This is an optimization exercise on Yosys and OpenROAD, whose aim is a short achievable clock period and few clock cycles per item, not a production implementation. The RTL was checked by simulation tests, not by an equivalence proof against the original design.

==> trial 84 <==
==> flow/design.v <==
module cvu (
    input  wire        clk,
    input  wire        rst,
    input  wire        go,
    input  wire        abort,
    input  wire [3:0]  cfg_preset,
    input  wire        cfg_custom,
    input  wire [6:0]  cfg_width,
    input  wire        cfg_refin,
    input  wire        cfg_refout,
    input  wire [63:0] cfg_poly,
    input  wire [63:0] cfg_init,
    input  wire [63:0] cfg_xorout,
    input  wire [35:0] cfg_len,
    input  wire        range_ok,
    input  wire        held,
    input  wire        mp_on,
    input  wire        in_valid,
    input  wire [63:0] in_data,
    input  wire        in_ecc_err,
    input  wire        in_closed,
    output wire        in_ready,
    output wire        busy,
    output wire        done,
    output wire        aborted,
    output wire [7:0]  status,
    output wire [31:0] scans,
    output wire [63:0] result
);
    localparam [7:0] ST_OK       = 8'h00;
    localparam [7:0] ST_MISMATCH = 8'h01;
    localparam [7:0] ST_UNCORR   = 8'h62;
    localparam [7:0] ST_CLOSED   = 8'h67;
    localparam [63:0] P0_INIT_AL = 64'hFFFF_FFFF_0000_0000;
    localparam [63:0] P0_XOROUT  = 64'h0000_0000_FFFF_FFFF;
    localparam [4095:0] M_P0 = 4096'he4be3c9200000000725f1e4900000000b641b884000000005b20dc42000000002d906e210000000099a600b0000000004cd30058000000002669802c000000001334c01600000000099a600b000000008ba307a500000000cabfb47200000000655fda3900000000bdc1dabc000000005ee0ed5e000000002f7076af0000000098d60cf700000000c30531db00000000eeecaf4d00000000f8186006000000007c0c300300000000b1682fa100000000d7da2070000000006bed10380000000035f6881c000000001afb440e000000000d7da2070000000089d0e6a300000000cb8644f100000000eaad15d80000000075568aec000000003aab4576000000001d55a2bb0000000081c4e6fd00000000cf8c44de0000000067c6226f00000000bc8d269700000000d128a4eb00000000e7fa65d500000000fc93054a000000007e4982a500000000b04af6f20000000058257b7900000000a37c8a1c0000000051be450e0000000028df2287000000009b01a6e300000000c2eee4d100000000ee1945c800000000770ca2e4000000003b865172000000001dc328b900000000818fa3fc0000000040c7d1fe000000002063e8ff000000009f5fc3df00000000c0c1d64f00000000ef0edc8700000000f8e959e300000000f31a9b5100000000f6e37a08000000007b71bd04000000003db8de82000000001edc6f4100000000;
    function [63:0] rev64;
        input [63:0] v;
        integer i;
        begin
            for (i = 0; i < 64; i = i + 1)
                rev64[i] = v[63 - i];
        end
    endfunction
    function [63:0] bswap;
        input [63:0] v;
        integer i;
        begin
            for (i = 0; i < 8; i = i + 1)
                bswap[8*i +: 8] = v[8*(7-i) +: 8];
        end
    endfunction
    reg        busy_q, done_q, aborted_q;
    reg [31:0] scans_inc_q;      
    reg [7:0]  status_q;
    reg [31:0] scans_q;
    reg [63:0] result_q;
    reg        rdy_q;
    reg        c_custom, c_refin, c_refout;
    reg [6:0]  c_width;
    reg [63:0] c_poly, c_init, c_xorout;
    reg [35:0] left_q;           
    reg [7:0]  ph_q;             
    reg [8:0]  khot_q;           
    reg [7:0]  rmask_q;          
    reg [63:0] xp_q;             
    reg [5:0]  sh_q;             
    reg        len0_q, fixmode_q, aok_q, fix_q;
    reg [4095:0] m_q;            
    reg [4095:0] a_q;            
    reg [63:0] s_q, sn_q;        
    reg [63:0] r_q, rn_q;        
    reg        rv_q, rlast_q, rerr_q, rclosed_q;
    wire [63:0] cfg_x = cfg_poly | cfg_init | cfg_xorout;
    wire [3:0]  wa = cfg_width[6:3];
    wire [2:0]  wb = cfg_width[2:0];
    wire [7:0]  bad_grp;
    genvar gb, gi;
    generate
        for (gi = 0; gi < 8; gi = gi + 1) begin : g_grp
            wire [7:0] xg = cfg_x[8*gi +: 8];
            wire [7:0] ge_b;         
            genvar gd;
            for (gd = 0; gd < 8; gd = gd + 1) begin : g_d
                assign ge_b[gd] = (wb <= gd);
            end
            assign bad_grp[gi] = ((wa < gi) && (|xg)) || ((wa == gi) && (|(xg & ge_b)));
        end
    endgenerate
    wire width_ok  = (cfg_width != 7'd0) && (!cfg_width[6] || (cfg_width[5:0] == 6'd0));
    wire cfg_ok    = cfg_custom ? (width_ok && !(|bad_grp)) : (cfg_preset == 4'd0);
    wire go_ok     = !held && range_ok && cfg_ok && mp_on;
    wire [63:0] t1 = s_q ^ r_q;          
    wire [63:0] t2 = sn_q ^ rn_q;        
    wire [63:0] u3 = s_q ^ rn_q;         
    wire [63:0] u4 = sn_q ^ r_q;         
    wire [63:0] loop_nx, fin_nx;
    generate
        for (gb = 0; gb < 64; gb = gb + 1) begin : g_row
            wire [63:0] mrow, arow;
            for (gi = 0; gi < 64; gi = gi + 1) begin : g_col
                assign mrow[gi] = m_q[64*gi + gb];
                assign arow[gi] = a_q[64*gi + gb];
            end
            if (gb < 32) begin : g_lo
                assign loop_nx[gb] = ^(mrow & t1);
                assign fin_nx[gb]  = (^(arow & ~u3)) ^ xp_q[gb];
            end else begin : g_hi
                assign loop_nx[gb] = ^(mrow & t2);
                assign fin_nx[gb]  = (^(arow & ~u4)) ^ xp_q[gb];
            end
        end
    endgenerate
    wire [63:0] p_al = c_width[6] ? c_poly : ({c_poly, 64'd0} >> c_width[5:0]);
    wire [63:0] i_al = c_width[6] ? c_init : ({c_init, 64'd0} >> c_width[5:0]);
    wire [63:0] c0 = m_q[63:0];
    wire [63:0] c1, c2, c3;
    wire [255:0] c4_7;
    wire [511:0] c8_15;
    wire [1023:0] j16_out;
    cvu_jmp #(.K(1)) u_c1 (.v(c0), .base(c0), .o(c1));
    cvu_jmp #(.K(2)) u_c2 (.v(c0), .base({c1, c0}), .o(c2));
    cvu_jmp #(.K(2)) u_c3 (.v(c1), .base({c1, c0}), .o(c3));
    generate
        for (gi = 0; gi < 4; gi = gi + 1) begin : g_j4
            cvu_jmp #(.K(4)) u (.v(gi == 0 ? c0 : gi == 1 ? c1 : gi == 2 ? c2 : c3),
                                .base({c3, c2, c1, c0}), .o(c4_7[64*gi +: 64]));
        end
        for (gi = 0; gi < 8; gi = gi + 1) begin : g_j8
            cvu_jmp #(.K(8)) u (.v(m_q[64*gi +: 64]), .base(m_q[511:0]), .o(c8_15[64*gi +: 64]));
        end
        for (gi = 0; gi < 16; gi = gi + 1) begin : g_j16
            cvu_jmp #(.K(16)) u (.v(m_q[3072 + 64*gi +: 64]), .base(m_q[1023:0]),
                                 .o(j16_out[64*gi +: 64]));
        end
    endgenerate
    wire [4095:0] a_src;
    wire [4095:0] msrc = m_q;
    generate
        for (gi = 0; gi < 64; gi = gi + 1) begin : g_acol
            wire [63:0] cand [0:8];
            wire [63:0] col;
            genvar kk;
            for (kk = 0; kk <= 8; kk = kk + 1) begin : g_k
                if (gi >= 64 - 8*kk) begin : g_c
                    assign cand[kk] = msrc[64*(gi - 64 + 8*kk) +: 64] & {64{khot_q[kk]}};
                end else begin : g_e
                    assign cand[kk] = (64'd1 << (gi + 8*kk)) & {64{khot_q[kk]}};
                end
            end
            assign col = cand[0] | cand[1] | cand[2] | cand[3] | cand[4] |
                         cand[5] | cand[6] | cand[7] | cand[8];
            assign a_src[64*gi +: 64] = c_refout ? rev64(col) : col;
        end
    endgenerate
    wire take     = in_valid && rdy_q;
    wire le8      = (left_q[35:4] == 32'd0) && (!left_q[3] || (left_q[2:0] == 3'd0));
    wire le16     = (left_q[35:5] == 31'd0) && (!left_q[4] || (left_q[3:0] == 4'd0));
    wire word_err = in_ecc_err || in_closed;
    wire [7:0] kbytes = (left_q[2:0] == 3'd0) ? 8'hFF : ~(8'hFF << left_q[2:0]);
    wire [63:0] rmask64;
    generate
        for (gi = 0; gi < 8; gi = gi + 1) begin : g_rm
            assign rmask64[63 - 8*gi -: 8] = {8{rmask_q[gi]}};
        end
    endgenerate
    wire fin      = (rv_q && rlast_q && !rerr_q) || (len0_q && aok_q);
    wire err_end  = rv_q && rerr_q;
    wire done_end = (fin && !fixmode_q) || fix_q;
    wire own_end  = err_end || done_end;
    wire stop     = abort || !mp_on;
    wire m_pre = ph_q[0] && !c_custom;       
    wire m_c0  = ph_q[0] && c_custom;
    wire m_c1  = ph_q[1] && c_custom;
    wire m_c2  = ph_q[2] && c_custom;
    wire m_j   = (ph_q[3] || ph_q[4] || ph_q[5]) && c_custom;
    wire [63:0] perm_in = (c_refin ? rev64(in_data) : bswap(in_data)) & rmask64;
    always @(posedge clk) begin
        r_q  <= perm_in;
        rn_q <= ~perm_in;
        a_q  <= a_src;
        if (m_pre)
            m_q <= M_P0;
        if (m_c0) begin
            m_q[63:0]      <= p_al;
            m_q[3135:3072] <= p_al;
        end
        if (m_c1) begin
            m_q[511:64]    <= {c4_7, c3, c2, c1};
            m_q[3583:3136] <= {c4_7, c3, c2, c1};
        end
        if (m_c2) begin
            m_q[1023:512]  <= c8_15;
            m_q[4095:3584] <= c8_15;
        end
        if (m_j)
            m_q[4095:1024] <= {j16_out, m_q[4095:2048]};
        if (ph_q[0]) begin
            s_q  <= c_custom ? i_al : P0_INIT_AL;
            sn_q <= ~(c_custom ? i_al : P0_INIT_AL);
        end else if (rv_q && !rlast_q) begin
            s_q  <= loop_nx;
            sn_q <= ~loop_nx;
        end
        if (busy_q && fin)
            result_q <= fin_nx;
        else if (busy_q && fix_q)
            result_q <= (result_q >> sh_q) ^ c_xorout;
    end
    always @(posedge clk) begin
        rerr_q    <= word_err;
        rclosed_q <= in_closed;
        if (rst) begin
            busy_q      <= 1'b0;
            done_q      <= 1'b0;
            aborted_q   <= 1'b0;
            status_q    <= ST_OK;
            scans_q     <= 32'd0;
            scans_inc_q <= 32'd1;
            rdy_q       <= 1'b0;
            rv_q        <= 1'b0;
            fix_q       <= 1'b0;
            len0_q      <= 1'b0;
            aok_q       <= 1'b0;
            ph_q        <= 8'd0;
        end else begin
            scans_inc_q <= scans_q + 32'd1;
            if (!busy_q) begin
                c_custom <= cfg_custom;
                c_refin  <= cfg_custom ? cfg_refin  : 1'b1;
                c_refout <= cfg_custom ? cfg_refout : 1'b1;
                c_width  <= cfg_width;
                c_poly   <= cfg_poly;
                c_init   <= cfg_init;
                c_xorout <= cfg_xorout;
                left_q   <= cfg_len;
                ph_q     <= 8'd1;
                rmask_q  <= 8'hFF;
                rdy_q    <= go && !cfg_custom && (cfg_len[35:4] != 32'd0 || (cfg_len[3] && cfg_len[2:0] != 3'd0));
                rv_q     <= 1'b0;
                fix_q    <= 1'b0;
                len0_q   <= 1'b0;
                aok_q    <= 1'b0;
                if (go) begin
                    if (go_ok) begin
                        busy_q    <= 1'b1;
                        done_q    <= 1'b0;
                        aborted_q <= 1'b0;
                        status_q  <= ST_OK;
                    end else begin
                        status_q  <= ST_MISMATCH;
                    end
                end
            end else begin
                ph_q <= {ph_q[6:0], 1'b0};
                if (ph_q[0]) begin
                    khot_q    <= (left_q == 36'd0) ? 9'd1 :
                                 (left_q[2:0] == 3'd0) ? 9'h100 : (9'd1 << left_q[2:0]);
                    len0_q    <= (left_q == 36'd0);
                    fixmode_q <= c_custom && !c_refout;
                    sh_q      <= c_custom ? (7'd64 - c_width) : 6'd32;
                    xp_q      <= !c_custom ? P0_XOROUT : (c_refout ? c_xorout : 64'd0);
                end
                if (c_custom ? ph_q[6] : ph_q[1])
                    aok_q <= 1'b1;
                rv_q    <= take;
                rlast_q <= le8;
                if (take)
                    left_q <= left_q - 36'd8;
                if (ph_q[0] && left_q == 36'd0)
                    rmask_q <= 8'h00;
                else if (take ? le16 : le8)
                    rmask_q <= kbytes;
                else
                    rmask_q <= 8'hFF;
                if ((c_custom && !len0_q && ((ph_q[4] && !le8) || ph_q[5])) ||
                    (!c_custom && ph_q[0] && left_q != 36'd0))
                    rdy_q <= 1'b1;
                if (take && (le8 || word_err))
                    rdy_q <= 1'b0;
                if (fin)
                    len0_q <= 1'b0;
                fix_q <= fin && fixmode_q && !err_end;
                if (err_end) begin
                    busy_q    <= 1'b0;
                    status_q  <= rclosed_q ? ST_CLOSED : ST_UNCORR;
                    scans_q   <= scans_inc_q;
                end else if (done_end) begin
                    busy_q    <= 1'b0;
                    done_q    <= 1'b1;
                    status_q  <= ST_OK;
                    scans_q   <= scans_inc_q;
                end else if (stop) begin
                    busy_q    <= 1'b0;
                    aborted_q <= 1'b1;
                    status_q  <= ST_OK;
                    scans_q   <= scans_inc_q;
                end else if (go) begin
                    status_q  <= ST_MISMATCH;
                end
                if (own_end || stop)
                    rdy_q <= 1'b0;
            end
        end
    end
    assign in_ready = rdy_q;
    assign busy     = busy_q;
    assign done     = done_q;
    assign aborted  = aborted_q;
    assign status   = status_q;
    assign scans    = scans_q;
    assign result   = result_q;
endmodule
module cvu_jmp #(parameter K = 1) (
    input  wire [63:0]     v,
    input  wire [64*K-1:0] base,
    output wire [63:0]     o
);
    genvar b, q;
    generate
        for (b = 0; b < 64; b = b + 1) begin : g_b
            wire [K-1:0] pv;
            for (q = 0; q < K; q = q + 1) begin : g_q
                assign pv[q] = v[64 - K + q] & base[64*q + b];
            end
            if (b >= K) begin : g_s
                assign o[b] = v[b - K] ^ (^pv);
            end else begin : g_n
                assign o[b] = ^pv;
            end
        end
    endgenerate
endmodule
==> flow/run.sh <==
#!/bin/bash
# synth_recipe.tcl (not shown) runs the flow's synth.tcl, then flattens the netlist and writes it again
# the make line also repeats each setting of config.mk as NAME=value (left out here)
make -C /OpenROAD-flow-scripts/flow DESIGN_CONFIG=/design/flow/config.mk WORK_HOME=/design/flow/orfs CLKGATE_MAP_FILE= SYNTH_SCRIPT=/design/flow/synth_recipe.tcl finish
==> flow/config.mk <==
export PLATFORM = sky130hd
export DESIGN_NAME = cvu
export DESIGN_NICKNAME = cvu
export VERILOG_FILES = /design/flow/design.v
export SDC_FILE = /design/flow/constraint.sdc
export NUM_CORES = 4
export LEC_CHECK = 0
export CAP_MARGIN = 30
export CORE_MARGIN = 2
export CORE_UTILIZATION = 35
export PLACE_DENSITY = 0.45
export SETUP_SLACK_MARGIN = 5
export SLEW_MARGIN = 40
==> flow/constraint.sdc <==
create_clock -name core_clock -period 10.0 [get_ports {clk}]
set_input_delay 2.0000 -clock core_clock [delete_from_list [all_inputs] [get_ports {clk}]]
set_output_delay 2.0000 -clock core_clock [all_outputs]
set_load 0.01 [all_outputs]
==> build 88 (differences from trial 84) <==
--- a/flow/design.v
+++ b/flow/design.v
@@ -63,11 +63,12 @@
     reg [7:0]  ph_q;             
     reg [8:0]  khot_q;           
     reg [7:0]  rmask_q;          
-    reg [63:0] xp_q;             
+    reg [63:0] xpr_q;            
     reg [5:0]  sh_q;             
-    reg        len0_q, fixmode_q, aok_q, fix_q;
+    reg        len0_q, fixmode_q, f2_q, fix_q;
     reg [4095:0] m_q;            
-    reg [4095:0] a_q;            
+    reg [63:0] yl_q, yln_q;      
+    reg [63:0] yh_q;             
     reg [63:0] s_q, sn_q;        
     reg [63:0] r_q, rn_q;        
     reg        rv_q, rlast_q, rerr_q, rclosed_q;
@@ -92,22 +93,20 @@
     wire go_ok     = !held && range_ok && cfg_ok && mp_on;
     wire [63:0] t1 = s_q ^ r_q;          
     wire [63:0] t2 = sn_q ^ rn_q;        
-    wire [63:0] u3 = s_q ^ rn_q;         
     wire [63:0] u4 = sn_q ^ r_q;         
     wire [63:0] loop_nx, fin_nx;
     generate
         for (gb = 0; gb < 64; gb = gb + 1) begin : g_row
-            wire [63:0] mrow, arow;
+            wire [63:0] mrow;
             for (gi = 0; gi < 64; gi = gi + 1) begin : g_col
                 assign mrow[gi] = m_q[64*gi + gb];
-                assign arow[gi] = a_q[64*gi + gb];
             end
             if (gb < 32) begin : g_lo
                 assign loop_nx[gb] = ^(mrow & t1);
-                assign fin_nx[gb]  = (^(arow & ~u3)) ^ xp_q[gb];
+                assign fin_nx[gb]  = (^(mrow & yl_q)) ^ yh_q[gb] ^ xpr_q[gb];
             end else begin : g_hi
                 assign loop_nx[gb] = ^(mrow & t2);
-                assign fin_nx[gb]  = (^(arow & ~u4)) ^ xp_q[gb];
+                assign fin_nx[gb]  = (^(mrow & ~yln_q)) ^ yh_q[gb] ^ xpr_q[gb];
             end
         end
     endgenerate
@@ -134,23 +133,23 @@
                                  .o(j16_out[64*gi +: 64]));
         end
     endgenerate
-    wire [4095:0] a_src;
-    wire [4095:0] msrc = m_q;
+    wire [63:0] t_last = ~u4;
+    wire [63:0] yl_nx, yh_nx;
     generate
-        for (gi = 0; gi < 64; gi = gi + 1) begin : g_acol
-            wire [63:0] cand [0:8];
-            wire [63:0] col;
+        for (gi = 0; gi < 64; gi = gi + 1) begin : g_rot
+            wire [8:0] cl, ch;
             genvar kk;
             for (kk = 0; kk <= 8; kk = kk + 1) begin : g_k
-                if (gi >= 64 - 8*kk) begin : g_c
-                    assign cand[kk] = msrc[64*(gi - 64 + 8*kk) +: 64] & {64{khot_q[kk]}};
-                end else begin : g_e
-                    assign cand[kk] = (64'd1 << (gi + 8*kk)) & {64{khot_q[kk]}};
+                if (gi < 8*kk) begin : g_l
+                    assign cl[kk] = khot_q[kk] & t_last[(gi - 8*kk + 64) % 64];
+                    assign ch[kk] = 1'b0;
+                end else begin : g_h
+                    assign cl[kk] = 1'b0;
+                    assign ch[kk] = khot_q[kk] & t_last[(gi - 8*kk + 64) % 64];
                 end
             end
-            assign col = cand[0] | cand[1] | cand[2] | cand[3] | cand[4] |
-                         cand[5] | cand[6] | cand[7] | cand[8];
-            assign a_src[64*gi +: 64] = c_refout ? rev64(col) : col;
+            assign yl_nx[gi] = |cl;
+            assign yh_nx[gi] = |ch;
         end
     endgenerate
     wire take     = in_valid && rdy_q;
@@ -164,9 +163,9 @@
             assign rmask64[63 - 8*gi -: 8] = {8{rmask_q[gi]}};
         end
     endgenerate
-    wire fin      = (rv_q && rlast_q && !rerr_q) || (len0_q && aok_q);
+    wire fin      = (rv_q && rlast_q && !rerr_q) || (len0_q && ph_q[2]);
     wire err_end  = rv_q && rerr_q;
-    wire done_end = (fin && !fixmode_q) || fix_q;
+    wire done_end = (f2_q && !fixmode_q) || fix_q;
     wire own_end  = err_end || done_end;
     wire stop     = abort || !mp_on;
     wire m_pre = ph_q[0] && !c_custom;       
@@ -178,7 +177,9 @@
     always @(posedge clk) begin
         r_q  <= perm_in;
         rn_q <= ~perm_in;
-        a_q  <= a_src;
+        yl_q  <= yl_nx;
+        yln_q <= ~yl_nx;
+        yh_q  <= yh_nx;
         if (m_pre)
             m_q <= M_P0;
         if (m_c0) begin
@@ -202,8 +203,8 @@
             s_q  <= loop_nx;
             sn_q <= ~loop_nx;
         end
-        if (busy_q && fin)
-            result_q <= fin_nx;
+        if (busy_q && f2_q)
+            result_q <= c_refout ? rev64(fin_nx) : fin_nx;
         else if (busy_q && fix_q)
             result_q <= (result_q >> sh_q) ^ c_xorout;
     end
@@ -221,7 +222,7 @@
             rv_q        <= 1'b0;
             fix_q       <= 1'b0;
             len0_q      <= 1'b0;
-            aok_q       <= 1'b0;
+            f2_q        <= 1'b0;
             ph_q        <= 8'd0;
         end else begin
             scans_inc_q <= scans_q + 32'd1;
@@ -240,7 +241,7 @@
                 rv_q     <= 1'b0;
                 fix_q    <= 1'b0;
                 len0_q   <= 1'b0;
-                aok_q    <= 1'b0;
+                f2_q     <= 1'b0;
                 if (go) begin
                     if (go_ok) begin
                         busy_q    <= 1'b1;
@@ -259,10 +260,8 @@
                     len0_q    <= (left_q == 36'd0);
                     fixmode_q <= c_custom && !c_refout;
                     sh_q      <= c_custom ? (7'd64 - c_width) : 6'd32;
-                    xp_q      <= !c_custom ? P0_XOROUT : (c_refout ? c_xorout : 64'd0);
+                    xpr_q     <= rev64(!c_custom ? P0_XOROUT : (c_refout ? c_xorout : 64'd0));
                 end
-                if (c_custom ? ph_q[6] : ph_q[1])
-                    aok_q <= 1'b1;
                 rv_q    <= take;
                 rlast_q <= le8;
                 if (take)
@@ -273,14 +272,15 @@
                     rmask_q <= kbytes;
                 else
                     rmask_q <= 8'hFF;
-                if ((c_custom && !len0_q && ((ph_q[4] && !le8) || ph_q[5])) ||
+                if ((c_custom && !len0_q && ph_q[4]) ||
                     (!c_custom && ph_q[0] && left_q != 36'd0))
                     rdy_q <= 1'b1;
                 if (take && (le8 || word_err))
                     rdy_q <= 1'b0;
                 if (fin)
                     len0_q <= 1'b0;
-                fix_q <= fin && fixmode_q && !err_end;
+                f2_q  <= fin && !err_end;
+                fix_q <= f2_q && fixmode_q;
                 if (err_end) begin
                     busy_q    <= 1'b0;
                     status_q  <= rclosed_q ? ST_CLOSED : ST_UNCORR;
- CORE_UTILIZATION: 35 -> 40
- PLACE_DENSITY: 0.45 -> 0.5
==> summary.txt <==
Of trial 84 and build 88, trial 84 has the higher synthesized area (gap about 34%, measured against build 88).
Trial 84 ended with an error in global routing, error GRT-0116. Build 88 aborted during global routing.
Between build 88 and trial 84, the lower synthesized cell count is in build 88 (gap 25%, measured against trial 84).
Testbench counts of trial 84, summed over its fixed seeds: cycles 25,127, bytes 188,376.
Testbench counts of build 88, summed over its fixed seeds: cycles 25,443, bytes 188,376.
